This is an optimization exercise on Yosys and OpenROAD, whose aim is small area, a short achievable clock period and few clock cycles per item, not a production implementation.
Where RTL was checked, it was by simulation tests only, not by an equivalence proof against the original.
No functional check of the RTL was part of run 1.

===== design/flow/run.sh =====
#!/bin/bash
# synth_recipe.tcl (not shown) runs the flow's synth.tcl, then flattens the netlist and writes it again
# the make line also repeats each setting of config.mk as NAME=value (left out here)
make -C /OpenROAD-flow-scripts/flow DESIGN_CONFIG=/design/flow/config.mk WORK_HOME=/design/flow/orfs CLKGATE_MAP_FILE= SYNTH_SCRIPT=/design/flow/synth_recipe.tcl finish

===== design/flow/config.mk =====
export PLATFORM = sky130hd
export DESIGN_NAME = sha384_core
export DESIGN_NICKNAME = sha384_core
export VERILOG_FILES = /design/flow/design.v
export SDC_FILE = /design/flow/constraint.sdc
export NUM_CORES = 4
export LEC_CHECK = 0
export CAP_MARGIN = 20
export CORE_MARGIN = 2
export CORE_UTILIZATION = 40
export SLEW_MARGIN = 20
export SYNTH_MEMORY_MAX_BITS = 16384

===== design/flow/constraint.sdc =====
create_clock -name core_clock -period 12.0 [get_ports {clk}]
set_input_delay 2.4000 -clock core_clock [delete_from_list [all_inputs] [get_ports {clk}]]
set_output_delay 2.4000 -clock core_clock [all_outputs]
set_load 0.01 [all_outputs]

===== design/flow/design.v =====
module sha384_core (
    input  wire         clk,
    input  wire         rst,          
    input  wire         in_valid,
    output wire         in_ready,
    input  wire [63:0]  in_data,
    input  wire         in_first,     
    output wire         out_valid,
    output wire [383:0] out_digest
);
    localparam [63:0] IV0 = 64'hcbbb9d5dc1059ed8, IV1 = 64'h629a292a367cd507,
                      IV2 = 64'h9159015a3070dd17, IV3 = 64'h152fecd8f70e5939,
                      IV4 = 64'h67332667ffc00b31, IV5 = 64'h8eb44a8768581511,
                      IV6 = 64'hdb0c2e0d64f98fa7, IV7 = 64'h47b5481dbefa4fa4;
    reg  [6:0]  s;             
    reg         u;             
    reg         nf;            
    reg         bf;            
    reg         out_valid_q;
    reg  [1023:0] w;
    wire [63:0] w0  = w[  0 +: 64];
    wire [63:0] w1  = w[ 64 +: 64];
    wire [63:0] w9  = w[576 +: 64];
    wire [63:0] w14 = w[896 +: 64];
    wire [63:0] w15 = w[960 +: 64];
    reg  [63:0] a, b, c, d, e, f, g, p;
    reg  [63:0] ha0, ha1, ha2, ha3, he0, he1, he2, he3;
    function [63:0] rotr(input [63:0] x, input integer n);
        rotr = (x >> n) | (x << (64 - n));
    endfunction
    reg [63:0] kv;
    always @(*) begin
        case (s)
        7'd0: kv = 64'h428a2f98d728ae22;
        7'd1: kv = 64'h7137449123ef65cd;
        7'd2: kv = 64'hb5c0fbcfec4d3b2f;
        7'd3: kv = 64'he9b5dba58189dbbc;
        7'd4: kv = 64'h3956c25bf348b538;
        7'd5: kv = 64'h59f111f1b605d019;
        7'd6: kv = 64'h923f82a4af194f9b;
        7'd7: kv = 64'hab1c5ed5da6d8118;
        7'd8: kv = 64'hd807aa98a3030242;
        7'd9: kv = 64'h12835b0145706fbe;
        7'd10: kv = 64'h243185be4ee4b28c;
        7'd11: kv = 64'h550c7dc3d5ffb4e2;
        7'd12: kv = 64'h72be5d74f27b896f;
        7'd13: kv = 64'h80deb1fe3b1696b1;
        7'd14: kv = 64'h9bdc06a725c71235;
        7'd15: kv = 64'hc19bf174cf692694;
        7'd16: kv = 64'he49b69c19ef14ad2;
        7'd17: kv = 64'hefbe4786384f25e3;
        7'd18: kv = 64'h0fc19dc68b8cd5b5;
        7'd19: kv = 64'h240ca1cc77ac9c65;
        7'd20: kv = 64'h2de92c6f592b0275;
        7'd21: kv = 64'h4a7484aa6ea6e483;
        7'd22: kv = 64'h5cb0a9dcbd41fbd4;
        7'd23: kv = 64'h76f988da831153b5;
        7'd24: kv = 64'h983e5152ee66dfab;
        7'd25: kv = 64'ha831c66d2db43210;
        7'd26: kv = 64'hb00327c898fb213f;
        7'd27: kv = 64'hbf597fc7beef0ee4;
        7'd28: kv = 64'hc6e00bf33da88fc2;
        7'd29: kv = 64'hd5a79147930aa725;
        7'd30: kv = 64'h06ca6351e003826f;
        7'd31: kv = 64'h142929670a0e6e70;
        7'd32: kv = 64'h27b70a8546d22ffc;
        7'd33: kv = 64'h2e1b21385c26c926;
        7'd34: kv = 64'h4d2c6dfc5ac42aed;
        7'd35: kv = 64'h53380d139d95b3df;
        7'd36: kv = 64'h650a73548baf63de;
        7'd37: kv = 64'h766a0abb3c77b2a8;
        7'd38: kv = 64'h81c2c92e47edaee6;
        7'd39: kv = 64'h92722c851482353b;
        7'd40: kv = 64'ha2bfe8a14cf10364;
        7'd41: kv = 64'ha81a664bbc423001;
        7'd42: kv = 64'hc24b8b70d0f89791;
        7'd43: kv = 64'hc76c51a30654be30;
        7'd44: kv = 64'hd192e819d6ef5218;
        7'd45: kv = 64'hd69906245565a910;
        7'd46: kv = 64'hf40e35855771202a;
        7'd47: kv = 64'h106aa07032bbd1b8;
        7'd48: kv = 64'h19a4c116b8d2d0c8;
        7'd49: kv = 64'h1e376c085141ab53;
        7'd50: kv = 64'h2748774cdf8eeb99;
        7'd51: kv = 64'h34b0bcb5e19b48a8;
        7'd52: kv = 64'h391c0cb3c5c95a63;
        7'd53: kv = 64'h4ed8aa4ae3418acb;
        7'd54: kv = 64'h5b9cca4f7763e373;
        7'd55: kv = 64'h682e6ff3d6b2b8a3;
        7'd56: kv = 64'h748f82ee5defb2fc;
        7'd57: kv = 64'h78a5636f43172f60;
        7'd58: kv = 64'h84c87814a1f0ab72;
        7'd59: kv = 64'h8cc702081a6439ec;
        7'd60: kv = 64'h90befffa23631e28;
        7'd61: kv = 64'ha4506cebde82bde9;
        7'd62: kv = 64'hbef9a3f7b2c67915;
        7'd63: kv = 64'hc67178f2e372532b;
        7'd64: kv = 64'hca273eceea26619c;
        7'd65: kv = 64'hd186b8c721c0c207;
        7'd66: kv = 64'heada7dd6cde0eb1e;
        7'd67: kv = 64'hf57d4f7fee6ed178;
        7'd68: kv = 64'h06f067aa72176fba;
        7'd69: kv = 64'h0a637dc5a2c898a6;
        7'd70: kv = 64'h113f9804bef90dae;
        7'd71: kv = 64'h1b710b35131c471b;
        7'd72: kv = 64'h28db77f523047d84;
        7'd73: kv = 64'h32caab7b40c72493;
        7'd74: kv = 64'h3c9ebe0a15c9bebc;
        7'd75: kv = 64'h431d67c49c100d4c;
        7'd76: kv = 64'h4cc5d4becb3e42b6;
        7'd77: kv = 64'h597f299cfc657e2a;
        7'd78: kv = 64'h5fcb6fab3ad6faec;
        7'd79: kv = 64'h6c44198c4a475817;
        7'd81: kv = 64'h428a2f98d728ae22;
        default: kv = 64'h0;
        endcase
    end
    wire s_fin  = (s == 7'd81);
    wire s_zero = (s == 7'd0);
    wire s_le15 = (s <= 7'd15);
    wire s_fill = (s >= 7'd16) && (s <= 7'd80);
    assign in_ready = (s <= 7'd14) || ((s == 7'd15) && !u) || (s == 7'd79) ||
                      ((s == 7'd80) && !u) || s_fin;
    wire take  = in_valid && in_ready;
    wire word0 = take && ((s_zero && !u) || (s == 7'd79) || (s == 7'd80) || (s_fin && !u));
    wire step0 = u && (s_zero || s_fin);                       
    wire rnd   = (u && !s_zero && s_le15) || s_fill;           
    wire sched = rnd && (s >= 7'd15) && (s <= 7'd78);          
    wire cons  = u && (s_le15 || s_fin);
    wire fadd  = (s >= 7'd78);                                 
    wire [63:0] bsig0 = rotr(a, 28) ^ rotr(a, 34) ^ rotr(a, 39);
    wire [63:0] bsig1 = rotr(e, 14) ^ rotr(e, 18) ^ rotr(e, 41);
    wire [63:0] ch    = (e & f) ^ (~e & g);
    wire [63:0] maj   = (a & b) ^ (a & c) ^ (b & c);
    wire [63:0] a_r   = p + bsig1 + ch + bsig0 + maj;
    wire [63:0] e_r   = d + p + bsig1 + ch;
    wire [63:0] ssig0 = rotr(w1, 1) ^ rotr(w1, 8) ^ (w1 >> 7);
    wire [63:0] ssig1 = rotr(w14, 19) ^ rotr(w14, 61) ^ (w14 >> 6);
    wire [63:0] w_new = ssig1 + w9 + ssig0 + w0;
    wire [63:0] hsrc  = !step0 ? g : nf ? IV7 : s_fin ? he2 : he3;
    wire [63:0] p_n   = hsrc + kv + w15;
    reg  [63:0] ivx, ivy;
    always @(*) begin
        case (s[1:0])
        2'd2:    begin ivx = IV3; ivy = IV7; end    
        2'd3:    begin ivx = IV2; ivy = IV6; end    
        2'd0:    begin ivx = IV1; ivy = IV5; end    
        default: begin ivx = IV0; ivy = IV4; end    
        endcase
    end
    wire [63:0] xsum = (bf ? ivx : ha3) + a;
    wire [63:0] ysum = (bf ? ivy : he3) + e;
    assign out_valid  = out_valid_q;
    assign out_digest = {ha0, ha1, ha2, ha3, he0, he1};
    always @(posedge clk) begin
        if (rst) begin
            s           <= 7'd0;
            u           <= 1'b0;
            out_valid_q <= 1'b0;
        end else begin
            out_valid_q <= s_fin;
            u <= take || (u && !cons);
            if (s_zero || s_fin)
                s <= {6'd0, u};
            else if (rnd)
                s <= s + 7'd1;
        end
    end
    always @(posedge clk) begin
        if (word0)
            nf <= in_first;
        if (step0)
            bf <= nf;
        if (take)
            w <= {in_data, w[1023:64]};
        else if (sched)
            w <= {w_new, w[1023:64]};
        if (rnd || step0)
            p <= p_n;
        if (rnd) begin
            a <= a_r; b <= a; c <= b; d <= c;
            e <= e_r; f <= e; g <= f;
        end else if (step0 && nf) begin
            a <= IV0; b <= IV1; c <= IV2; d <= IV3;
            e <= IV4; f <= IV5; g <= IV6;
        end else if (s_fin) begin
            a <= xsum; b <= ha0; c <= ha1; d <= ha2;
            e <= ysum; f <= he0; g <= he1;
        end
        if (fadd) begin
            ha0 <= xsum; ha1 <= ha0; ha2 <= ha1; ha3 <= ha2;
            he0 <= ysum; he1 <= he0; he2 <= he1; he3 <= he2;
        end
    end
endmodule

==> impl_metrics.py, run 1 <==
metrics = {
    "routing": {
        "vias": 80421,
        "drtIter0Drc": 9248,
        "wl_per_cell_um": 34.1,
        "ant_nets": 0,
        "vias_per_cell": 5.89,
        "drc": 0,
        "drtPass1Iterations": 6,
        "routed_wl_mm": 465,
    },
    "synth": {
        "avgSynthCellArea_um2": 12.2,
        "ys_async_sr_fraction_pct": 0,
        "synth_top_family_by_area": "compound AO/OA/AOI/OAI gates",
        "synthCells": 9393,
        "yosysTopAreaCellShare_pct": 53.6,
        "synth_cell_type_count": 88,
        "synth_edf_count": 2050,
        "synth_mux_area_share_pct": 0.957,
        "yosysSeqAreaShare_pct": 53.7,
        "synth_area_leader_cell": "edfxtp_1",
        "synth_xor_area_share_pct": 6.61,
        "ys_ff_latch": 2059,
        "synth_nets": 10367,
        "synth_area_um2": 115000,
        "synth_compound_area_share_pct": 14.2,
        "synthSimpleGateAreaFrac_pct": 6.39,
        "synth_warnings": 1,
        "synthTopCellsByArea": "edfxtp_1 54%, fa_1 8.8%, ha_1 4.4%",
        "synth_fa_ha_area_share_pct": 13.7,
        "ys.flop_type": "edfxtp_1",
    },
    "timing": {
        "skew_ns": 0.0805,
        "relSlewSlack_pct": 19.5,
        "finalCriticalPeriod_ns": 8.78,
        "grt_setup_unrepaired": "false",
        "slew_violations": 0,
        "fmax_ghz": 0.114,
        "period_share_pct": 73.2,
        "tightest_slew_ns": 1.20,
        "final_hold_viol_count": 0,
        "worst_slack_ns": 3.22,
        "setup-violations-final": 0,
    },
    "clock_tree": {
        "htree_num_levels": 4,
        "cts_tree": "yes",
        "postCtsSetupBuffers": 0,
        "numCtsBuffers": 229,
        "cts_hold_buffers": 0,
        "clk-insertion-delay-late_ns": 0.95,
        "clk_pin_slew_worst_paths_ns": 0.08,
        "cts.path.max_buffers": 4,
        "ctsRootBufferMaster": "clkbuf_16",
        "cts_resized": 0,
        "cts.sinks": 2059,
    },
    "worst_setup_path": {
        "worst_setup_path_start_kind": "register",
        "required_ns": 12.71,
        "path_max_fanout": 32,
        "crit_arrival_ns": 9.49,
        "crit_chain": "buf_4 -> inv_1 -> ha_2 -> nand2_1 -> nor4_1 -> o21ai_4 -> inv_2 -> o211ai_1 -> o22a_1 -> fa_1 -> ha_1 -> a21oi_1 -> o21ai_0 -> a221oi_1 -> a21o_1 -> nand2_1 -> a211oi_1 -> o21a_1 -> o21ai_1 -> a211oi_1 -> o21bai_1 -> a2111o_1 -> o311ai_1",
        "crit_type": "reg2reg",
        "crit_path_end_kind": "register",
        "cp_slowest_stage_delay_ns": 0.82,
        "slowest_stage": "ha_2",
    },
    "cells_and_area": {
        "final_core_util_pct": 46.0,
        "area_delta_synth_final_pct": 14.4,
        "layout.nets": 10662,
        "largest_register_ffs": 1024,
        "regMostFlops": "w",
        "finalNonFillerCells": 13657,
        "drive_gt1_share_pct": 6.87,
    },
    "grt": {
        "overflow": 0,
        "antenna_found_initial": 23,
        "grt_max_degree": 202,
        "grt_pass1_wl_mm": 641,
        "track_usage_pct": 31.3,
        "grt_pass1_vias": 79994,
    },
    "die": {
        "core.rowCount": 196,
        "start_util_pct": 40.3,
        "dieWidth_um": 540,
        "die_height_um": 540,
        "die_area_um2": 292000,
        "coreArea_um2": 285000,
        "pin_count": 454,
    },
    "placed_design": {
        "gp_congestion": 1.02,
        "numPortBuffers": 453,
        "post-dp-hpwl_mm": 357,
        "dpl_worst_slack_ns": 3.30,
        "dp.cells": 13217,
    },
    "hold_path": {
        "hold_path_class": "reg2reg",
    },
    "flow_run": {
        "drv_cap": 0,
    },
    "outcome": {
        "outcome": "no timing/DRC/antenna violations",
    },
}
==> synthesized netlist by cell type (185+ instances only) <==
master,instances
a22o_1,185
fa_1,506
xor2_1,295
edfxtp_1,2050
nor2_1,440
a21o_1,273
o21ai_0,448
a21oi_1,652
nand2_1,521
clkbuf_1,510
xnor2_1,571
ha_1,400
inv_1,782
==> cell families after synthesis <==
| group | after synthesis |
|---|---|
| flip-flops | 2059 |
| AND/OR/NAND/NOR | 1591 |
| buffers and inverters | 1349 |
| AO/OA/AOI/OAI | 2464 |
| multiplexers | 101 |
| XOR/XNOR | 867 |
| adder cells (fa/ha/maj) | 962 |
==> layer usage <==
layer  vias to the layer above  GRT usage (%)  part of all wire [%]  routed length, um
li1                      34718              -                     -                  -
met1                     40864           40.3                    40             187000
met2                      3900           49.9                    46             213000
met3                       931           4.51                   6.5              30400
met4                         8           19.5                   7.5              34900
met5                         -              0                0.0099                 46
==> per-stage QoR <==
| step | hold WS (ns) | cell area, um2 | setup TNS (ns) |
|---|---|---|---|
| after floorplan | 0.400 | 115000 | -7940.03 |
| after global placement | 0.400 | 124000 | 0 |
| after detailed placement | 0.405 | 124000 | 0 |
| after CTS | 0.386 | 131000 | 0 |
| after global routing | 0.396 | 131000 | 0 |
| final | 0.398 | 131000 | 0 |
==> worst max-delay path: cells and delay by family (launching register included) <==
| kind | cells | cell delay, ns |
|---|---|---|
| compound gates | 14 | 3.81 |
| buf+inv | 3 | 1.42 |
| simple gates | 3 | 1.32 |
| fa+ha+maj | 3 | 1.65 |
| flops | 1 | 0.31 |
==> cells in the final DEF (no fill, tap or decap), types with 66 or more instances in the layout <==
master | netlist | layout
a31oi_1 | 102 | 102
a22o_1 | 185 | 185
nor3_1 | 107 | 106
a21oi_1 | 652 | 650
o21ai_0 | 448 | 447
nand3_1 | 131 | 131
nand2_1 | 521 | 516
edfxtp_1 | 2050 | 2050
buf_4 | 0 | 159
xor2_1 | 295 | 295
clkbuf_16 | 0 | 232
clkdlybuf4s50_1 | 0 | 453
xnor2_1 | 571 | 570
nand4_1 | 79 | 79
a211oi_1 | 68 | 68
nor2_1 | 440 | 436
o22a_1 | 172 | 172
fa_1 | 506 | 506
nor2b_1 | 67 | 66
inv_1 | 782 | 780
ha_1 | 400 | 397
a21o_1 | 273 | 273
==> layout make-up <==
| type | instances | area (um2) |
|---|---|---|
| Clock inverter | 162 | 1720 |
| Fill cell | 25862 | 154000 |
| Multi-Input combinational cell | 5985 | 48300 |
| Tap cell | 3762 | 4710 |
| Clock buffer | 263 | 5920 |
| Sequential cell | 2059 | 61800 |
| Antenna cell | 13 | 32.5 |
| Timing Repair Buffer | 630 | 6090 |
| Inverter | 783 | 2940 |
==> path summary, 6_finish.rpt <==
path | end | slack, ns | depth (start not counted) | startpoint
worst min-delay path | w[750] | 0.40 | 0 | w[814]
worst max register to register | p[55] | 3.22 | 23 | s[0]
worst min register to register | w[750] | 0.40 | 0 | w[814]
worst max-delay path | p[55] | 3.22 | 23 | s[0]
==> inputs of run 2 (changes only) <==
--- a/design/flow/design.v
+++ b/design/flow/design.v
@@ -16,2 +16,3 @@
     reg         u;             
+    reg         rnd_q, step0_q, sched_q, fadd_q, fin_q, ivld_q, rdy_q;
     reg         nf;            
@@ -30,5 +31,7 @@
     endfunction
-    reg [63:0] kv;
+    reg  [63:0] kv;
+    reg  [63:0] kq;
+    wire [6:0]  s_nk;
     always @(*) begin
-        case (s)
+        case (s_nk)
         7'd0: kv = 64'h428a2f98d728ae22;
@@ -117,26 +120,76 @@
     end
-    wire s_fin  = (s == 7'd81);
-    wire s_zero = (s == 7'd0);
-    wire s_le15 = (s <= 7'd15);
-    wire s_fill = (s >= 7'd16) && (s <= 7'd80);
-    assign in_ready = (s <= 7'd14) || ((s == 7'd15) && !u) || (s == 7'd79) ||
-                      ((s == 7'd80) && !u) || s_fin;
-    wire take  = in_valid && in_ready;
-    wire word0 = take && ((s_zero && !u) || (s == 7'd79) || (s == 7'd80) || (s_fin && !u));
-    wire step0 = u && (s_zero || s_fin);                       
-    wire rnd   = (u && !s_zero && s_le15) || s_fill;           
-    wire sched = rnd && (s >= 7'd15) && (s <= 7'd78);          
-    wire cons  = u && (s_le15 || s_fin);
-    wire fadd  = (s >= 7'd78);                                 
+    function acc(input [6:0] sv, input uv);    
+        acc = (sv <= 7'd14) || ((sv == 7'd15) && !uv) || (sv == 7'd79) ||
+              ((sv == 7'd80) && !uv) || (sv == 7'd81);
+    endfunction
+    assign in_ready = rdy_q;
+    wire take  = in_valid && rdy_q;
+    wire s_fin0 = (s == 7'd0) || (s == 7'd81);
+    wire word0 = take && (s_fin0 ? !u : (s >= 7'd79));
+    wire cons  = u && ((s <= 7'd15) || (s == 7'd81));
+    wire [6:0] s_nr = s_fin0 ? {6'd0, u} : s + {6'd0, rnd_q};
+    wire       u_nr = take || (u && !cons);
+    wire       nf_nx = word0 ? in_first : nf;
+    wire       rnd_nr   = (u_nr && (s_nr >= 7'd1) && (s_nr <= 7'd15)) ||
+                          ((s_nr >= 7'd16) && (s_nr <= 7'd80));
+    wire       step0_nr = u_nr && ((s_nr == 7'd0) || (s_nr == 7'd81));
+    assign s_nk = s_nr;
+    always @(posedge clk) begin
+        s       <= rst ? 7'd0 : s_nr;
+        u       <= !rst && u_nr;
+        nf      <= nf_nx;
+        rnd_q   <= !rst && rnd_nr;
+        step0_q <= !rst && step0_nr;
+        sched_q <= !rst && rnd_nr && (s_nr >= 7'd15) && (s_nr <= 7'd78);
+        fadd_q  <= !rst && (s_nr >= 7'd78);
+        fin_q   <= !rst && (s_nr == 7'd81);
+        ivld_q  <= !rst && step0_nr && nf_nx;
+        rdy_q   <= rst || acc(s_nr, u_nr);
+        out_valid_q <= !rst && fin_q;
+    end
+    function [63:0] x3(input [63:0] x, input [63:0] y, input [63:0] z);
+        x3 = x ^ y ^ z;
+    endfunction
+    function [63:0] m3(input [63:0] x, input [63:0] y, input [63:0] z);
+        m3 = ((x & y) | (x & z) | (y & z)) << 1;
+    endfunction
+    function [63:0] bk_add(input [63:0] x, input [63:0] y);
+        reg [63:0] gg, pp, p0;
+        integer d, i;
+        begin
+            gg = x & y;
+            pp = x ^ y;
+            p0 = pp;
+            for (d = 1; d < 64; d = d * 2)
+                for (i = 2 * d - 1; i < 64; i = i + 2 * d) begin
+                    gg[i] = gg[i] | (pp[i] & gg[i - d]);
+                    pp[i] = pp[i] & pp[i - d];
+                end
+            for (d = 16; d >= 1; d = d / 2)
+                for (i = 3 * d - 1; i < 64; i = i + 2 * d) begin
+                    gg[i] = gg[i] | (pp[i] & gg[i - d]);
+                    pp[i] = pp[i] & pp[i - d];
+                end
+            bk_add = p0 ^ {gg[62:0], 1'b0};
+        end
+    endfunction
     wire [63:0] bsig0 = rotr(a, 28) ^ rotr(a, 34) ^ rotr(a, 39);
     wire [63:0] bsig1 = rotr(e, 14) ^ rotr(e, 18) ^ rotr(e, 41);
-    wire [63:0] ch    = (e & f) ^ (~e & g);
-    wire [63:0] maj   = (a & b) ^ (a & c) ^ (b & c);
-    wire [63:0] a_r   = p + bsig1 + ch + bsig0 + maj;
-    wire [63:0] e_r   = d + p + bsig1 + ch;
+    wire [63:0] ch    = (e & f) | (~e & g);
+    wire [63:0] mj    = (a & (b | c)) | (b & c);
+    wire [63:0] as1 = x3(p, ch, mj),        ac1 = m3(p, ch, mj);
+    wire [63:0] as2 = x3(as1, ac1, bsig1),  ac2 = m3(as1, ac1, bsig1);
+    wire [63:0] as3 = x3(as2, ac2, bsig0),  ac3 = m3(as2, ac2, bsig0);
+    wire [63:0] a_r = as3 + ac3;
+    wire [63:0] es1 = x3(d, p, ch),         ec1 = m3(d, p, ch);
+    wire [63:0] es2 = x3(es1, ec1, bsig1),  ec2 = m3(es1, ec1, bsig1);
+    wire [63:0] e_r = es2 + ec2;
     wire [63:0] ssig0 = rotr(w1, 1) ^ rotr(w1, 8) ^ (w1 >> 7);
     wire [63:0] ssig1 = rotr(w14, 19) ^ rotr(w14, 61) ^ (w14 >> 6);
-    wire [63:0] w_new = ssig1 + w9 + ssig0 + w0;
-    wire [63:0] hsrc  = !step0 ? g : nf ? IV7 : s_fin ? he2 : he3;
-    wire [63:0] p_n   = hsrc + kv + w15;
+    wire [63:0] ws1 = x3(w0, w9, ssig0),    wc1 = m3(w0, w9, ssig0);
+    wire [63:0] ws2 = x3(ws1, wc1, ssig1),  wc2 = m3(ws1, wc1, ssig1);
+    wire [63:0] w_new = ws2 + wc2;
+    wire [63:0] hsrc  = !step0_q ? g : nf ? IV7 : fin_q ? he2 : he3;
+    wire [63:0] ps1 = x3(hsrc, kq, w15),   pc1 = m3(hsrc, kq, w15);
+    wire [63:0] p_n   = bk_add(ps1, pc1);
     reg  [63:0] ivx, ivy;
@@ -150,4 +203,4 @@
     end
-    wire [63:0] xsum = (bf ? ivx : ha3) + a;
-    wire [63:0] ysum = (bf ? ivy : he3) + e;
+    wire [63:0] xsum = bk_add(bf ? ivx : ha3, a);
+    wire [63:0] ysum = bk_add(bf ? ivy : he3, e);
     assign out_valid  = out_valid_q;
@@ -155,19 +208,4 @@
     always @(posedge clk) begin
-        if (rst) begin
-            s           <= 7'd0;
-            u           <= 1'b0;
-            out_valid_q <= 1'b0;
-        end else begin
-            out_valid_q <= s_fin;
-            u <= take || (u && !cons);
-            if (s_zero || s_fin)
-                s <= {6'd0, u};
-            else if (rnd)
-                s <= s + 7'd1;
-        end
-    end
-    always @(posedge clk) begin
-        if (word0)
-            nf <= in_first;
-        if (step0)
+        kq <= rst ? 64'h428a2f98d728ae22 : kv;
+        if (step0_q)
             bf <= nf;
@@ -175,13 +213,13 @@
             w <= {in_data, w[1023:64]};
-        else if (sched)
+        else if (sched_q)
             w <= {w_new, w[1023:64]};
-        if (rnd || step0)
+        if (rnd_q || step0_q)
             p <= p_n;
-        if (rnd) begin
+        if (rnd_q) begin
             a <= a_r; b <= a; c <= b; d <= c;
             e <= e_r; f <= e; g <= f;
-        end else if (step0 && nf) begin
+        end else if (ivld_q) begin
             a <= IV0; b <= IV1; c <= IV2; d <= IV3;
             e <= IV4; f <= IV5; g <= IV6;
-        end else if (s_fin) begin
+        end else if (fin_q) begin
             a <= xsum; b <= ha0; c <= ha1; d <= ha2;
@@ -189,3 +227,3 @@
         end
-        if (fadd) begin
+        if (fadd_q) begin
             ha0 <= xsum; ha1 <= ha0; ha2 <= ha1; ha3 <= ha2;
--- a/design/flow/config.mk
+++ b/design/flow/config.mk
@@ -9,3 +9,5 @@
 export CORE_MARGIN = 2
-export CORE_UTILIZATION = 40
+export CORE_UTILIZATION = 55
+export CTS_BUF_LIST = sky130_fd_sc_hd__clkbuf_8
+export SETUP_SLACK_MARGIN = 5
 export SLEW_MARGIN = 20
==> run 2 against run 1 <==
Effect of this change:
- cell count shrank 7.7%
- register-to-register slack better by 1.9 ns
- sequential share of layout area up 1.9 points
==> impl_metrics.py, run 2 <==
metrics = {
    "synth": {
        "yosysMostFrequentCell": "edfxtp_1",
        "synth_edf_count": 2049,
        "synth_area_um2": 115000,
        "yosys-top-cells-count": "2,049 x edfxtp_1, 1,001 x inv_1, 616 x xnor2_1",
        "yosysSeqAreaShare_pct": 54.9,
        "ys_async_sr_fraction_pct": 0,
        "synth_warnings": 1,
        "synth_cell_type_count": 99,
        "ys_ff_latch": 2130,
        "synthCells": 9072,
        "synth_nets": 10144,
        "yosysTopAreaCellShare_pct": 53.5,
        "synthTopCellsByArea": "edfxtp_1 54%, fa_1 10%, xnor2_1 4.7%",
        "avgSynthCellArea_um2": 12.7,
        "ys.flop_type": "edfxtp_1",
        "synth_area_leader_cell": "edfxtp_1",
    },
    "die": {
        "core.rowCount": 167,
        "die_height_um": 461,
        "coreArea_um2": 207000,
        "pin_count": 454,
        "dieWidth_um": 461,
        "die_area_um2": 213000,
        "start_util_pct": 55.4,
    },
    "placed_design": {
        "dpl_worst_slack_ns": 5.06,
        "numPortBuffers": 453,
        "post-dp-hpwl_mm": 335,
        "gp_congestion": 1.05,
    },
    "cells_and_area": {
        "drive_gt1_share_pct": 7.98,
        "layout_common_cells": "2,049 x edfxtp_1, 1,092 x inv_1, 610 x xnor2_1, 602 x fa_1, 552 x a21oi_1",
        "layout_commonest_cell": "edfxtp_1",
        "layout.nets": 10617,
        "largest_register_ffs": 1024,
        "regMostFlops": "w",
        "area_delta_synth_final_pct": 12.4,
    },
    "clock_tree": {
        "clk-insertion-delay-late_ns": 1.12,
        "cts_tree": "yes",
        "cts.path.max_buffers": 4,
        "cts.sinks": 2130,
        "postCtsSetupBuffers": 0,
        "ctsRootBufferMaster": "clkbuf_8",
        "clk_pin_slew_worst_paths_ns": 0.06,
        "cts_hold_buffers": 0,
        "htree_num_levels": 5,
        "numCtsBuffers": 362,
    },
    "timing": {
        "setup-tns-final_ns": 0,
        "fmax_ghz": 0.145,
        "skew_ns": 0.121,
        "tightest_slew_ns": 1.31,
        "slew_violations": 0,
        "finalCriticalPeriod_ns": 6.89,
        "setup-violations-final": 0,
        "worst_slack_ns": 5.11,
        "final_hold_viol_count": 0,
        "relSlewSlack_pct": 12.9,
        "period_share_pct": 57.4,
        "grt_setup_unrepaired": "false",
    },
    "hold_path": {
        "hold_path_class": "reg2reg",
        "min_from": "w[725]",
    },
    "grt": {
        "grt_max_degree": 202,
        "antenna_found_initial": 31,
        "grt_pass1_vias": 80807,
        "grt_pass1_wl_mm": 613,
        "track_usage_pct": 41.5,
        "overflow": 0,
    },
    "routing": {
        "wl_per_cell_um": 35.4,
        "drtPass1Iterations": 7,
        "vias": 81652,
        "routed_wl_mm": 446,
        "ant_nets": 0,
        "drtIter0Drc": 12313,
        "drc": 0,
        "vias_per_cell": 6.48,
    },
    "worst_setup_path": {
        "reg2reg_from": "bf",
        "crit_arrival_ns": 7.67,
        "path_max_fanout": 103,
        "worst_setup_path_start_kind": "register",
        "crit_path_end_kind": "register",
        "worstSetupStartpoint": "bf",
        "crit_type": "reg2reg",
        "required_ns": 12.77,
    },
    "flow_run": {
        "drv_cap": 0,
    },
    "outcome": {
        "outcome": "no timing/DRC/antenna violations",
    },
}
==> run 2: cell count changes in the layout (fill, tap and decap cells not counted), sizes merged, moves of 46 or more <==
cell / delta
a21oi: -96
fa: +96
a21o: -46
xor2: -118
inv: +303
clkbuf: +112
dfxtp: +72
nand2: -73
==> run 2: final timing paths <==
check	cells past startpoint	slack [ns]	to
max reg2reg	24	5.11	e[63]
min reg2reg	0	0.35	w[661]
min	0	0.35	w[661]
max	24	5.11	e[63]
==> run 2: layout make-up <==
cell class | count | area, um2
repair buffers | 592 | 5720
multi-input cells | 5454 | 46400
clock inverters | 243 | 1500
fillers | 15571 | 78300
diodes | 12 | 30.0
flip-flops and latches | 2130 | 63200
inverters | 1005 | 3780
well taps | 2788 | 3490
clock buffers | 375 | 5160
==> run 2: routing by layer <==
layer	up-vias	track usage [%]	part of all wire, %
li1	33324	-	-
met1	41043	55.1	37
met2	5949	60.3	43
met3	1314	12.4	12
met4	22	25.2	7.2
met5	-	0	0.035
==> run 2: stage by stage <==
stage	hold slack [ns]	util [%]	cell area [um2]	std cells
finish	0.355	62.3	129000	12599
global placement	0.400	59.0	122000	11969
detailed placement	0.405	59.0	122000	11969
floorplan	0.400	-	115000	9072
global route	0.349	62.3	129000	12593
CTS	0.351	62.2	129000	12587
==> run 2: cell families (layout without fill, tap and decap cells) <==
family / Yosys count / in the layout / synth area share, %
DFF: 2130 / 2130 / 54.9
other: 0 / 12 / 0
buffers and inverters: 1488 / 2215 / 4.92
and+or+nand+nor: 1356 / 1356 / 5.38
adders and majority gates: 1066 / 1066 / 15.4
muxes: 111 / 111 / 1.05
AOI/OAI and AO/OA: 2128 / 2128 / 12.3
xor gates and xnor gates: 793 / 793 / 6.04
==> run 2: worst max-delay path: stages, from the launching register on <==
cell,delay [ns]
edfxtp_1,0.41
buf_12,0.25
inv_4,0.47
buf_4,0.47
nor2_2,0.07
buf_4,0.25
a21o_1,0.19
ha_1,0.21
fa_1,0.45
nand3_1,0.12
a31oi_1,0.11
o31ai_1,0.45
o21ai_2,0.24
a21oi_1,0.55
o41a_1,0.32
o21ai_1,0.15
o221ai_1,0.32
o21ai_1,0.17
a21o_1,0.20
a21oi_1,0.20
fa_1,0.24
xnor2_1,0.16
xnor2_1,0.15
a22oi_1,0.22
nand3_1,0.11
==> run 2: what timing repair did <==
item / in CTS / in global routing
gates resized for setup: 1 / 5
pin swaps: 0 / 0
setup endpoints to repair: 1 / 6
Testbench counts of run 2, summed over its fixed seeds: cycles 31,128, items 384.
==> inputs of run 3 (changes only) <==
==> design/flow/flow/run.sh (new file) <==
#!/bin/bash
# Standard ORFS layout (the standard.sh, standard synthesis unchanged), with
# - timing repair asked to leave extra setup slack so the achieved period drops
# - the smallest buffer cell for the port buffers
# - a fanout limit for repair_design (flow/fanout.tcl, sourced before resizing)
set -euo pipefail
bash standard.sh SETUP_SLACK_MARGIN=7.0 \
  "BUFFER_PORTS_ARGS=-buffer_cell sky130_fd_sc_hd__buf_1" \
  "PRE_RESIZE_TCL=$PWD/flow/fanout.tcl" \
  finish > make_finish.log 2>&1
==> design/flow/flow/fanout.tcl (new file) <==
# Limit fanout so that repair_design splits the wide enable nets into smaller
# buffer trees (large nets are hard for the detailed router to wire cleanly).
set_max_fanout 40 [current_design]
==> design/flow/standard.sh (new file) <==
#!/bin/bash
# synth_recipe.tcl (not shown) runs the flow's synth.tcl, then flattens the netlist and writes it again
# the make line also repeats each setting of config.mk as NAME=value (left out here)
make -C /OpenROAD-flow-scripts/flow DESIGN_CONFIG=/design/flow/config.mk WORK_HOME=/design/flow/orfs CLKGATE_MAP_FILE= SYNTH_SCRIPT=/design/flow/synth_recipe.tcl "${@:-finish}"
--- a/design/flow/config.mk
+++ b/design/flow/config.mk
@@ -11,3 +11,2 @@
 export CTS_BUF_LIST = sky130_fd_sc_hd__clkbuf_8
-export SETUP_SLACK_MARGIN = 5
 export SLEW_MARGIN = 20
removed: design/flow/run.sh
==> run 3 against run 2 <==
Effect of this change:
- area after synthesis is the same
- sequential share of layout area is 2.1 points lower
- routed wire length grew 4.8%
- still clean on timing, DRC and antenna
- via count up 4.1%
- register-to-register slack improved by 1.4 ns
- cell count up 4.0%
- critical path depth is the same
==> impl_metrics.py, run 3 <==
metrics = {
    "routing": {
        "routed_wl_mm": 467,
        "drtIter0Drc": 12911,
        "wl_met2_mm": 201,
        "drc": 0,
        "wl_met3_mm": 59.8,
        "highest_layer": "met5",
        "vias": 84981,
        "ant_nets": 0,
        "vias_per_cell": 6.49,
        "wl_met1_mm": 173,
        "drtPass1Iterations": 7,
        "wl_per_cell_um": 35.7,
    },
    "clock_tree": {
        "cts_tree": "yes",
        "cts.sinks": 2130,
        "cts.path.max_buffers": 4,
        "cts_hold_buffers": 0,
        "clk_pin_slew_worst_paths_ns": 0.06,
        "clk-insertion-delay-late_ns": 1.12,
        "htree_num_levels": 5,
        "numCtsBuffers": 361,
        "ctsRootBufferMaster": "clkbuf_8",
    },
    "timing": {
        "period_share_pct": 45.4,
        "tightest_slew_ns": 1.34,
        "relSlewSlack_pct": 10.3,
        "grt_setup_unrepaired": "true",
        "fmax_ghz": 0.183,
        "skew_ns": 0.113,
        "setup-violations-final": 0,
        "final_hold_viol_count": 0,
        "finalCriticalPeriod_ns": 5.45,
        "slew_violations": 0,
        "setup-tns-final_ns": 0,
    },
    "cells_and_area": {
        "regArea_um2": 63200,
        "layout_commonest_cell": "edfxtp_1",
        "layout_common_cells": "2,049 x edfxtp_1, 1,071 x inv_1, 586 x fa_1, 541 x xnor2_1, 468 x buf_4",
        "area_delta_synth_final_pct": 17.5,
        "final_area_um2": 135000,
        "drive_gt1_share_pct": 17.8,
        "fillCellCount": 15235,
        "largest_register_ffs": 1024,
        "multiInputGateArea_um2": 50200,
        "regMostFlops": "w",
        "layout.nets": 11116,
    },
    "grt": {
        "grt_pass1_wl_mm": 632,
        "antenna_found_initial": 31,
        "overflow": 0,
        "grt_pass1_vias": 82147,
        "grt_max_degree": 41,
        "track_usage_pct": 43.2,
    },
    "placed_design": {
        "numPortBuffers": 453,
        "gp_congestion": 1.06,
        "post-dp-hpwl_mm": 343,
        "placed_area_um2": 120000,
    },
    "worst_setup_path": {
        "required_ns": 12.79,
        "worstSetupStartpoint": "step0_q",
        "crit_type": "reg2reg",
        "r2r_cells": 24,
        "crit_path_end_kind": "register",
        "path_max_fanout": 5,
        "reg2reg_from": "step0_q",
        "cp-endpoint": "p[63]",
        "reg2reg_to": "p[63]",
        "rrSetupSlack_ns": 6.55,
        "worst_setup_path_start_kind": "register",
        "crit_arrival_ns": 6.24,
    },
    "die": {
        "start_util_pct": 55.4,
        "coreArea_um2": 207000,
        "dieWidth_um": 461,
        "die_height_um": 461,
        "core.rowCount": 167,
        "pin_count": 454,
        "die_area_um2": 213000,
    },
    "synth": {
        "synth_edf_count": 2049,
        "synthCells": 9072,
        "synth_area_leader_cell": "edfxtp_1",
        "yosysTopAreaCellShare_pct": 53.5,
        "synth_area_um2": 115000,
        "ys_async_sr_fraction_pct": 0,
        "synth_warnings": 1,
        "ys_ff_latch": 2130,
        "synth_nets": 10144,
        "synth_cell_type_count": 99,
        "yosysMostFrequentCell": "edfxtp_1",
        "synthTopCellsByArea": "edfxtp_1 54%, fa_1 10%, xnor2_1 4.7%",
        "yosysSeqAreaShare_pct": 54.9,
        "yosys-top-cells-count": "2,049 x edfxtp_1, 1,001 x inv_1, 616 x xnor2_1",
        "avgSynthCellArea_um2": 12.7,
        "ys.flop_type": "edfxtp_1",
    },
    "flow_run": {
        "drv_cap": 0,
    },
    "outcome": {
        "outcome": "no timing/DRC/antenna violations",
    },
    "hold_path": {
        "hold_path_class": "reg2reg",
    },
}
run 3: worst min-delay path by stage:
| stage | from | to | slack, ns | cells after the start |
|---|---|---|---|---|
| after floorplan | w[164] | w[100] | 0.40 | 0 |
| after global placement | w[692] | w[628] | 0.40 | 0 |
| after detailed placement | w[228] | w[164] | 0.40 | 0 |
| after CTS | w[153] | w[89] | 0.37 | 0 |
| after global routing | w[153] | w[89] | 0.38 | 0 |
| final | w[844] | w[780] | 0.38 | 0 |
run 3: cells by family after synthesis:
logic type | after synthesis | share of synthesized area (%)
flops | 2130 | 54.9
simple gates | 1356 | 5.38
mux | 111 | 1.05
buf+inv | 1488 | 4.92
xor+xnor | 793 | 6.04
fa+ha+maj | 1066 | 15.4
compound gates | 2128 | 12.3
run 3: final cells by class:
type                       count  area share [%]
antenna                       14          0.0259
clock buffer                 372            3.79
clock inverter               249            1.14
inverter                    1005            2.82
multi-input combinational   5454            37.2
sequential                  2130            46.8
tap                         2788            2.58
timing repair buffer        1091            5.68
timing repair inverter         1         0.00648
run 3: critical path, stage by stage (launching register included):
cell and delay [ns]:
dfxtp_4 0.36, buf_12 0.10, nand2b_4 0.08, buf_12 0.16, bufbuf_16 0.28, o22ai_1 0.21
fa_1 0.48, inv_1 0.11, ha_4 0.22, a21oi_1 0.18, o21ai_1 0.13, a221oi_2 0.35
nor3_2 0.10, o31ai_2 0.26, buf_4 0.23, o41ai_4 0.11, a41oi_2 0.21, o21bai_2 0.11
a21oi_2 0.20, o21ai_2 0.07, o41a_1 0.34, fa_2 0.42, xnor2_4 0.17, xnor2_2 0.16
xnor2_1 0.14
run 3: repair_timing:
action / in CTS / in global routing
pin swaps: 180 / 226
gates cloned: 17 / 0
endpoints found under the setup margin: 1708 / 696
gates resized for setup: 663 / 369
buffers inserted: 285 / 103
run 3: layer usage:
metal  up-vias  global-route usage (%)
met1     42845                    57.8
met3      1328                    12.4
met4        20                    25.5
li1      34359                       -
met2      6429                    62.8
met5         -                       0
run 3: stage by stage:
stage | utilization (%) | hold WS, ns | cells | worst slack, ns
detailed placement | 57.9 | 0.405 | 12063 | 1.70
global placement | 57.6 | 0.400 | 11961 | 5.12
CTS | 63.9 | 0.370 | 12986 | 6.63
floorplan | - | 0.400 | 9072 | 1.80
global route | 65.1 | 0.376 | 13092 | 6.39
finish | 65.1 | 0.384 | 13104 | 6.55
==> inputs of run 4 (changes only) <==
--- a/design/flow/config.mk
+++ b/design/flow/config.mk
@@ -11,2 +11,4 @@
 export CTS_BUF_LIST = sky130_fd_sc_hd__clkbuf_8
+export CTS_CLUSTER_DIAMETER = 50
+export CTS_CLUSTER_SIZE = 16
 export SLEW_MARGIN = 20
==> run 4 against run 3 <==
Effect of this change:
- still clean on timing, DRC and antenna
- synthesized cell count did not move
- count of clock-buffer cells in the layout fell by 159
- highest routed layer unchanged
==> impl_metrics.py, run 4 <==
metrics = {
    "outcome": {
        "outcome": "no timing/DRC/antenna violations",
    },
    "worst_setup_path": {
        "crit_path_end_kind": "register",
        "path_buf_inv": 2,
        "path_delay_family": "adder cells",
        "r2r_cells": 18,
        "crit_chain": "buf_4 -> xor2_1 -> xnor2_1 -> fa_1 -> inv_1 -> fa_1 -> ha_1 -> a21oi_1 -> nor2b_1 -> o21ai_0 -> nand2b_1 -> a2111o_1 -> o21ai_2 -> a211oi_2 -> or2_4 -> a311oi_2 -> mux2i_1 -> nor3_2",
        "reg2reg_from": "e[22]",
        "worst_setup_path_start_kind": "register",
        "crit_top_cell": "fa_1",
        "slowest_stage": "xor2_1",
        "rrSetupSlack_ns": 6.47,
        "reg2reg_to": "a[63]",
        "crit_type": "reg2reg",
        "required_ns": 12.77,
        "path_max_fanout": 6,
        "crit_arrival_ns": 6.30,
        "cp_slowest_stage_delay_ns": 0.64,
    },
    "hold_path": {
        "min_from": "w[531]",
        "hold_depth": 0,
        "whs_endpoint": "w[467]",
        "hold_path_class": "reg2reg",
    },
    "cells_and_area": {
        "layout.nets": 10971,
        "largest_register_ffs": 1024,
        "regMostFlops": "w",
        "layout_common_cells": "2,049 x edfxtp_1, 1,006 x inv_1, 587 x fa_1, 545 x xnor2_1, 473 x buf_4",
        "drive_gt1_share_pct": 17.0,
        "area_delta_synth_final_pct": 15.8,
        "layout_commonest_cell": "edfxtp_1",
    },
    "routing": {
        "routed_wl_mm": 462,
        "vias": 83990,
        "wl_per_cell_um": 35.9,
        "drtPass1Iterations": 6,
        "drc": 0,
        "vias_per_cell": 6.53,
        "ant_nets": 0,
        "drtIter0Drc": 12371,
    },
    "synth": {
        "yosys-top-cells-count": "2,049 x edfxtp_1, 1,001 x inv_1, 616 x xnor2_1",
        "synth_cell_type_count": 99,
        "synthCells": 9072,
        "synth_area_um2": 115000,
        "yosysMostFrequentCell": "edfxtp_1",
        "synth_edf_count": 2049,
        "ys_ff_latch": 2130,
        "synth_area_leader_cell": "edfxtp_1",
        "synth_warnings": 1,
        "yosysSeqAreaShare_pct": 54.9,
        "synthTopCellsByArea": "edfxtp_1 54%, fa_1 10%, xnor2_1 4.7%",
        "ys_async_sr_fraction_pct": 0,
        "ys.flop_type": "edfxtp_1",
        "avgSynthCellArea_um2": 12.7,
        "yosysTopAreaCellShare_pct": 53.5,
        "synth_nets": 10144,
    },
    "grt": {
        "grt_pass1_wl_mm": 625,
        "grt_max_degree": 41,
        "track_usage_pct": 42.8,
        "antenna_found_initial": 33,
        "overflow": 0,
        "grt_pass1_vias": 80637,
    },
    "clock_tree": {
        "cts_tree": "yes",
        "clk_pin_slew_worst_paths_ns": 0.10,
        "numCtsBuffers": 209,
        "cts.sinks": 2130,
        "ctsRootBufferMaster": "clkbuf_8",
        "htree_num_levels": 4,
        "clk-insertion-delay-late_ns": 1.10,
        "cts.path.max_buffers": 3,
    },
    "timing": {
        "final_hold_viol_count": 0,
        "period_share_pct": 46.1,
        "worst_slack_ns": 6.47,
        "setup-tns-final_ns": 0,
        "fmax_ghz": 0.181,
        "tightest_slew_ns": 1.34,
        "setup-violations-final": 0,
        "finalCriticalPeriod_ns": 5.53,
        "skew_ns": 0.103,
        "slew_violations": 0,
        "grt_setup_unrepaired": "true",
        "relSlewSlack_pct": 10.5,
    },
    "die": {
        "coreArea_um2": 207000,
        "die_height_um": 461,
        "start_util_pct": 55.4,
        "core.rowCount": 167,
        "pin_count": 454,
        "dieWidth_um": 461,
        "die_area_um2": 213000,
    },
    "placed_design": {
        "numPortBuffers": 453,
        "post-dp-hpwl_mm": 343,
        "dpl_worst_slack_ns": 1.70,
        "gp_congestion": 1.06,
    },
    "flow_run": {
        "drv_cap": 0,
    },
}
==> run 4: metal layers <==
layer	global-route usage (%)	up-vias	part of all wire (%)
met4	25.0	26	7.4
met3	12.4	1313	13
li1	-	33970	-
met2	62.2	6107	43
met5	0	-	0.053
met1	57.3	42574	37
==> run 4: cell type report <==
type                    instances  area [um2]
diodes                         15        37.5
clock inverters               159        1820
clock buffers                 213        2930
repair inverters                1        8.76
well taps                    2788        3490
repair buffers               1098        7670
flip-flops and latches       2130       63200
inverters                    1005        3820
multi-input cells            5454       50200
fillers                     15422       74300
==> run 4: worst max-delay path by stage <==
stage	endpoint	depth (start not counted)	slack (ns)	startpoint
finish	a[63]	18	6.47	e[22]
global route	a[63]	17	6.45	a[42]
CTS	p[63]	25	6.62	step0_q
detailed placement	w[772]	12	1.70	in_valid
global placement	p[63]	22	5.12	nf
floorplan	w[0]	3	1.80	in_valid
==> run 4: stage by stage <==
| step | utilization (%) | instances | hold slack [ns] | area, um2 |
|---|---|---|---|---|
| floorplan | - | 9072 | 0.400 | 115000 |
| global placement | 57.6 | 11961 | 0.400 | 120000 |
| detailed placement | 57.9 | 12063 | 0.405 | 120000 |
| CTS | 62.9 | 12727 | 0.398 | 130000 |
| global route | 64.2 | 12851 | 0.403 | 133000 |
| finish | 64.2 | 12863 | 0.397 | 133000 |
==> run 4: cells by family after synthesis <==
kind of cell | synth area share [%]
DFF | 54.9
AOI/OAI and AO/OA | 12.3
buffers and inverters | 4.92
and+or+nand+nor | 5.38
adders and majority gates | 15.4
xor gates and xnor gates | 6.04
muxes | 1.05
==> run 4: repair_timing <==
item,4_1_cts,5_1_grt
gates resized for setup,665,369
gates cloned,13,3
buffers inserted,279,117
endpoints found under the setup margin,1726,660
pin swaps,194,223
hold buffers,0,0
==> inputs of run 5 (changes only) <==
--- a/design/flow/config.mk
+++ b/design/flow/config.mk
@@ -15 +15,2 @@
 export SYNTH_MEMORY_MAX_BITS = 16384
+export TNS_END_PERCENT = 0
==> run 5 against run 4 <==
Effect of this change:
- critical path depth decreased by 5
- cell count decreased by 1.7%
- area after synthesis unchanged
- via count decreased by 2.2%
- hold slack got worse by 0.00056 ns
- setup slack got worse by 0.22 ns
- synthesized cell count unchanged
- maximum frequency decreased by 3.8%
- global-route usage decreased by 0.81 points
==> impl_metrics.py, run 5 <==
metrics = {
    "grt": {
        "track_usage_pct": 42.0,
        "grt_pass1_vias": 79792,
        "globalRouteMet2Util_pct": 62.4,
        "antenna_found_initial": 29,
        "overflow": 0,
        "grt_max_degree": 41,
        "use_met1_pct": 56.9,
        "met3_usage_pct": 11.0,
        "grt_busiest_layer": "met2",
        "grt_pass1_wl_mm": 617,
    },
    "synth": {
        "ys_ff_latch": 2130,
        "ys_async_sr_fraction_pct": 0,
        "synth_warnings": 1,
        "ys.flop_type": "edfxtp_1",
        "synth_cell_type_count": 99,
        "avgSynthCellArea_um2": 12.7,
        "yosys-top-cells-count": "2,049 x edfxtp_1, 1,001 x inv_1, 616 x xnor2_1",
        "synth_area_leader_cell": "edfxtp_1",
        "synth_area_um2": 115000,
        "yosysMostFrequentCell": "edfxtp_1",
        "synth_nets": 10144,
        "synth_edf_count": 2049,
        "synthTopCellsByArea": "edfxtp_1 54%, fa_1 10%, xnor2_1 4.7%",
        "yosysSeqAreaShare_pct": 54.9,
        "yosysTopAreaCellShare_pct": 53.5,
        "synthCells": 9072,
    },
    "clock_tree": {
        "cts_hold_buffers": 0,
        "htree_num_levels": 4,
        "cts_tree": "yes",
        "clk_pin_slew_worst_paths_ns": 0.10,
        "cts.sinks": 2130,
        "numCtsBuffers": 204,
        "ctsRootBufferMaster": "clkbuf_8",
        "cts.path.max_buffers": 3,
        "clk-insertion-delay-late_ns": 1.06,
    },
    "timing": {
        "grt_setup_unrepaired": "true",
        "whs_ns": 0.397,
        "slew_violations": 0,
        "worst_slack_ns": 6.25,
        "fmax_ghz": 0.174,
        "finalCriticalPeriod_ns": 5.75,
        "final_hold_viol_count": 0,
        "period_share_pct": 47.9,
        "setup-violations-final": 0,
        "tightest_slew_ns": 1.29,
        "setup-tns-final_ns": 0,
        "skew_ns": 0.0827,
        "relSlewSlack_pct": 13.4,
    },
    "cells_and_area": {
        "layout.nets": 10760,
        "area_delta_synth_final_pct": 11.5,
        "largest_register_ffs": 1024,
        "regMostFlops": "w",
        "fillCellCount": 15936,
        "final_core_util_pct": 61.8,
        "layout_common_cells": "2,049 x edfxtp_1, 1,017 x inv_1, 601 x fa_1, 581 x xnor2_1, 535 x a21oi_1",
        "multiInputGateArea_um2": 47600,
        "regArea_um2": 63200,
        "drive_gt1_share_pct": 11.4,
        "layout_commonest_cell": "edfxtp_1",
    },
    "placed_design": {
        "dpl_worst_slack_ns": 3.53,
        "numPortBuffers": 453,
        "gp_congestion": 1.04,
        "post-dp-hpwl_mm": 346,
    },
    "outcome": {
        "outcome": "no timing/DRC/antenna violations",
    },
    "die": {
        "start_util_pct": 55.4,
        "coreArea_um2": 207000,
        "pin_count": 454,
        "die_height_um": 461,
        "die_area_um2": 213000,
        "dieWidth_um": 461,
        "core.rowCount": 167,
    },
    "routing": {
        "wl_per_cell_um": 35.7,
        "vias_per_cell": 6.50,
        "routed_wl_mm": 451,
        "drtIter0Drc": 12517,
        "ant_nets": 0,
        "drtPass1Iterations": 8,
        "vias": 82139,
        "drc": 0,
    },
    "hold_path": {
        "hold_path_class": "reg2reg",
    },
    "worst_setup_path": {
        "rrSetupSlack_ns": 6.25,
        "crit_arrival_ns": 6.70,
        "crit_path_end_kind": "register",
        "worst_setup_path_start_kind": "register",
        "required_ns": 12.95,
        "path_max_fanout": 10,
        "crit_type": "reg2reg",
    },
    "flow_run": {
        "drv_cap": 0,
    },
}
[run 5: cells by family (layout without fill, tap and decap cells)]
group           count (synthesis)  in the layout  synth area share (%)
simple gates                 1356           1357                  5.38
mux                           111            111                  1.05
compound gates               2128           2128                  12.3
buf+inv                      1488           2248                  4.92
other cells                     0             20                     0
flops                        2130           2130                  54.9
fa+ha+maj                    1066           1066                  15.4
xor+xnor                      793            793                  6.04
[run 5: critical path: stages, from the launching register on]
cell	delay [ns]
dfxtp_4	0.42
clkinvlp_4	0.16
ha_1	0.26
and3_1	0.24
o21ai_2	0.46
nand2_1	0.49
buf_4	0.41
ha_2	0.57
nand2b_1	0.51
nand3_1	0.69
a311oi_1	0.48
a21oi_1	0.12
o21ai_0	0.59
buf_4	0.28
[run 5: repair_timing]
action                     in CTS  in global routing
buffers inserted              143                 42
setup endpoints to repair    1368                899
gates resized for setup       254                100
pin swaps                      52                 67
cloned                          8                  3
[run 5: through the flow]
stage,cells,area [um2]
2_1_floorplan,9072,115000
3_3_place_gp,11970,120000
3_5_place_dp,12072,120000
4_1_cts,12574,127000
5_1_grt,12625,128000
6_report,12641,128000
[run 5: per-layer routing]
| layer | part of all wire [%] | up-vias |
|---|---|---|
| li1 | - | 33574 |
| met2 | 44 | 5785 |
| met1 | 38 | 41645 |
| met4 | 6.4 | 16 |
| met5 | 0.021 | - |
| met3 | 12 | 1119 |
[run 5: area by class of cell]
type,instances,share of cell area [%]
Tap cell,2788,2.72
Clock buffer,206,2.21
Inverter,1005,2.96
Clock inverter,145,1.25
Multi-Input combinational cell,5455,37.1
Antenna cell,20,0.0391
Sequential cell,2130,49.3
Timing Repair Buffer,892,4.39
[run 5: final timing paths]
path	to	start	cells after the start
worst max-delay path	kq[7]	s[1]	13
worst min-delay path	w[763]	w[827]	0
worst max register to register	kq[7]	s[1]	13
worst min register to register	w[763]	w[827]	0
==> inputs of run 6 (changes only) <==
--- a/design/flow/design.v
+++ b/design/flow/design.v
@@ -193,3 +193,3 @@
     wire [63:0] ps1 = x3(hsrc, kq, w15),   pc1 = m3(hsrc, kq, w15);
-    wire [63:0] p_n   = bk_add(ps1, pc1);
+    wire [63:0] p_n   = ps1 + pc1;
     reg  [63:0] ivx, ivy;
==> run 6 against run 5 <==
Effect of this change:
- still clean on timing, DRC and antenna
- area after synthesis grew 1.2%
- maximum frequency decreased by 2.2%
- critical path type unchanged
==> impl_metrics.py, run 6 <==
metrics = {
    "synth": {
        "synthTopCellsByArea": "edfxtp_1 53%, fa_1 9.8%, xnor2_1 4.7%",
        "synth_edf_count": 2049,
        "ys_async_sr_fraction_pct": 0,
        "yosysTopAreaCellShare_pct": 52.9,
        "synth_area_leader_cell": "edfxtp_1",
        "synthCells": 9331,
        "ys.flop_type": "edfxtp_1",
        "avgSynthCellArea_um2": 12.5,
        "synth_warnings": 1,
        "synth_cell_type_count": 113,
        "ys_ff_latch": 2130,
        "synth_area_um2": 116000,
        "yosysSeqAreaShare_pct": 54.3,
        "synth_nets": 10374,
        "yosysMostFrequentCell": "edfxtp_1",
        "yosys-top-cells-count": "2,049 x edfxtp_1, 986 x inv_1, 630 x xnor2_1",
    },
    "grt": {
        "grt_pass1_vias": 81485,
        "grt_max_degree": 41,
        "antenna_found_initial": 16,
        "grt_pass1_wl_mm": 647,
        "track_usage_pct": 43.5,
        "overflow": 0,
    },
    "clock_tree": {
        "cts.path.max_buffers": 3,
        "clk_pin_slew_worst_paths_ns": 0.09,
        "htree_num_levels": 4,
        "cts.sinks": 2130,
        "clk-insertion-delay-late_ns": 1.12,
        "ctsRootBufferMaster": "clkbuf_8",
        "cts_tree": "yes",
        "numCtsBuffers": 218,
        "cts_hold_buffers": 0,
    },
    "timing": {
        "whs_ns": 0.322,
        "relSlewSlack_pct": 16.5,
        "grt_setup_unrepaired": "true",
        "tightest_slew_ns": 1.25,
        "slew_violations": 0,
        "period_share_pct": 49.0,
        "fmax_ghz": 0.170,
        "skew_ns": 0.104,
        "setup-tns-final_ns": 0,
        "finalCriticalPeriod_ns": 5.88,
        "setup-violations-final": 0,
        "final_hold_viol_count": 0,
    },
    "worst_setup_path": {
        "crit_arrival_ns": 6.76,
        "path_max_fanout": 33,
        "r2r_cells": 13,
        "reg2reg_to": "kq[58]",
        "crit_path_end_kind": "register",
        "crit_type": "reg2reg",
        "required_ns": 12.88,
        "rrSetupSlack_ns": 6.12,
        "cp-endpoint": "kq[58]",
        "worst_setup_path_start_kind": "register",
        "reg2reg_from": "rnd_q",
        "worstSetupStartpoint": "rnd_q",
    },
    "cells_and_area": {
        "area_delta_synth_final_pct": 10.2,
        "drive_gt1_share_pct": 10.4,
        "fillCellCount": 16400,
        "regMostFlops": "w",
        "layout_commonest_cell": "edfxtp_1",
        "largest_register_ffs": 1024,
        "layout_common_cells": "2,049 x edfxtp_1, 994 x inv_1, 601 x xnor2_1, 586 x a21oi_1, 570 x fa_1",
        "layout.nets": 10883,
        "finalNonFillerCells": 12813,
    },
    "die": {
        "coreArea_um2": 210000,
        "core.rowCount": 168,
        "start_util_pct": 55.4,
        "die_height_um": 464,
        "pin_count": 454,
        "dieWidth_um": 464,
        "die_area_um2": 215000,
    },
    "routing": {
        "routed_wl_mm": 474,
        "drtIter0Drc": 12396,
        "ant_nets": 0,
        "vias": 84003,
        "wl_per_cell_um": 37.0,
        "drc": 0,
        "vias_per_cell": 6.56,
        "drtPass1Iterations": 6,
    },
    "hold_path": {
        "hold_path_class": "reg2reg",
    },
    "placed_design": {
        "gp_congestion": 1.08,
        "numPortBuffers": 453,
        "post-dp-hpwl_mm": 365,
        "dp.cells": 12309,
    },
    "outcome": {
        "outcome": "no timing/DRC/antenna violations",
    },
    "flow_run": {
        "drv_cap": 0,
    },
}
-- run 6: routing by layer --
layer | up-vias | track usage [%] | part of all wire, %
met3 | 1392 | 11.0 | 11
met2 | 6099 | 64.0 | 43
met5 | - | 0 | 0.044
met4 | 10 | 33.4 | 9.7
met1 | 42148 | 55.5 | 36
li1 | 34354 | - | -
-- run 6: cell type report --
cell class / count / area [um2] / area share [%]
Timing Repair Buffer: 800 / 4520 / 3.53
Multi-Input combinational cell: 5697 / 48400 / 37.8
Antenna cell: 8 / 20.0 / 0.0156
Inverter: 993 / 3750 / 2.93
Sequential cell: 2130 / 63200 / 49.3
Tap cell: 2805 / 3510 / 2.74
Clock inverter: 161 / 1790 / 1.40
Clock buffer: 219 / 3010 / 2.35
-- run 6: kinds of logic (layout without fill, tap and decap cells) --
group                    after synthesis  after routing  synth area share (%)
AO/OA/AOI/OAI                       2276           2276                  13.0
flip-flops                          2130           2130                  54.3
buffers and inverters               1505           2173                  4.95
AND/OR/NAND/NOR                     1453           1454                  5.80
adder cells (fa/ha/maj)             1037           1037                  14.7
XOR/XNOR                             812            812                  6.11
multiplexers                         118            118                  1.11
other                                  0              8                     0
-- run 6: worst min-delay path by stage --
stage | start | endpoint | depth (start not counted)
finish | w[450] | w[386] | 0
floorplan | w[164] | w[100] | 0
detailed placement | w[213] | w[149] | 0
global placement | w[278] | w[214] | 0
CTS | w[640] | w[576] | 0
global route | w[450] | w[386] | 0
-- run 6: timing repair --
item                                    CTS  global route
endpoints found under the hold margin     0             0
gates cloned                              1             1
setup endpoints to repair              1594          1098
resized for setup                       230            40
setup buffers                            86            27
pin swaps                                26            17
-- run 6: metrics by stage --
stage                     area (um2)  setup WS (ns)  util, %
after global routing          128000           6.29     61.0
after global placement        121000           5.25     57.5
final                         128000           6.12     61.1
after CTS                     128000           6.44     60.8
after detailed placement      121000           2.29     57.8
after floorplan               116000           1.80        -
-- run 6: worst max-delay path, stage by stage (launching register included) --
cell,delay [ns]
dfxtp_4,0.77
ha_1,0.32
ha_1,0.56
inv_1,0.35
or2_4,0.50
inv_4,0.38
ha_1,0.27
buf_4,0.39
nand2_1,0.34
a21oi_1,0.55
o31ai_1,0.11
a31oi_1,0.50
nor3_1,0.17
o21ai_0,0.43
Testbench counts of run 6, summed over its fixed seeds: cycles 31,128, items 384.

-- static timing again, ports no longer ideal --
The flow's constraints put no driver on any port. The routed layouts listed below were extracted and timed again, unchanged, in two steps.
Step 1 sets driving cells, clkbuf_16 on the clock port and buf_2 on the other inputs (assumed; they add their load-dependent delay and slew).
Step 2 moves the port delays by t, midway between the first and last clock arrival at a register: inputs arrive t later, outputs are due t later. That takes back most of the time a late clock gives input paths.
Slacks: no drivers / after step 1 / after step 2; pairs: no drivers / after step 1.
run | shift t [ns] | setup WS [ns] | worst data-port slew with drivers (ns)
run 1 | 1.010 | 3.216 / 3.216 / 3.216 | 0.14
run 2 | 1.158 | 5.108 / 5.108 / 5.108 | 0.08
run 3 | 1.163 | 6.546 / 6.546 / 5.953 | 0.09
run 4 | 1.148 | 6.472 / 6.472 / 5.978 | 0.09
run 5 | 1.113 | 6.251 / 6.251 / 5.474 | 0.06
run 6 | 1.171 | 6.119 / 6.119 / 5.342 | 0.09
After both steps setup and hold are still met in every run listed.
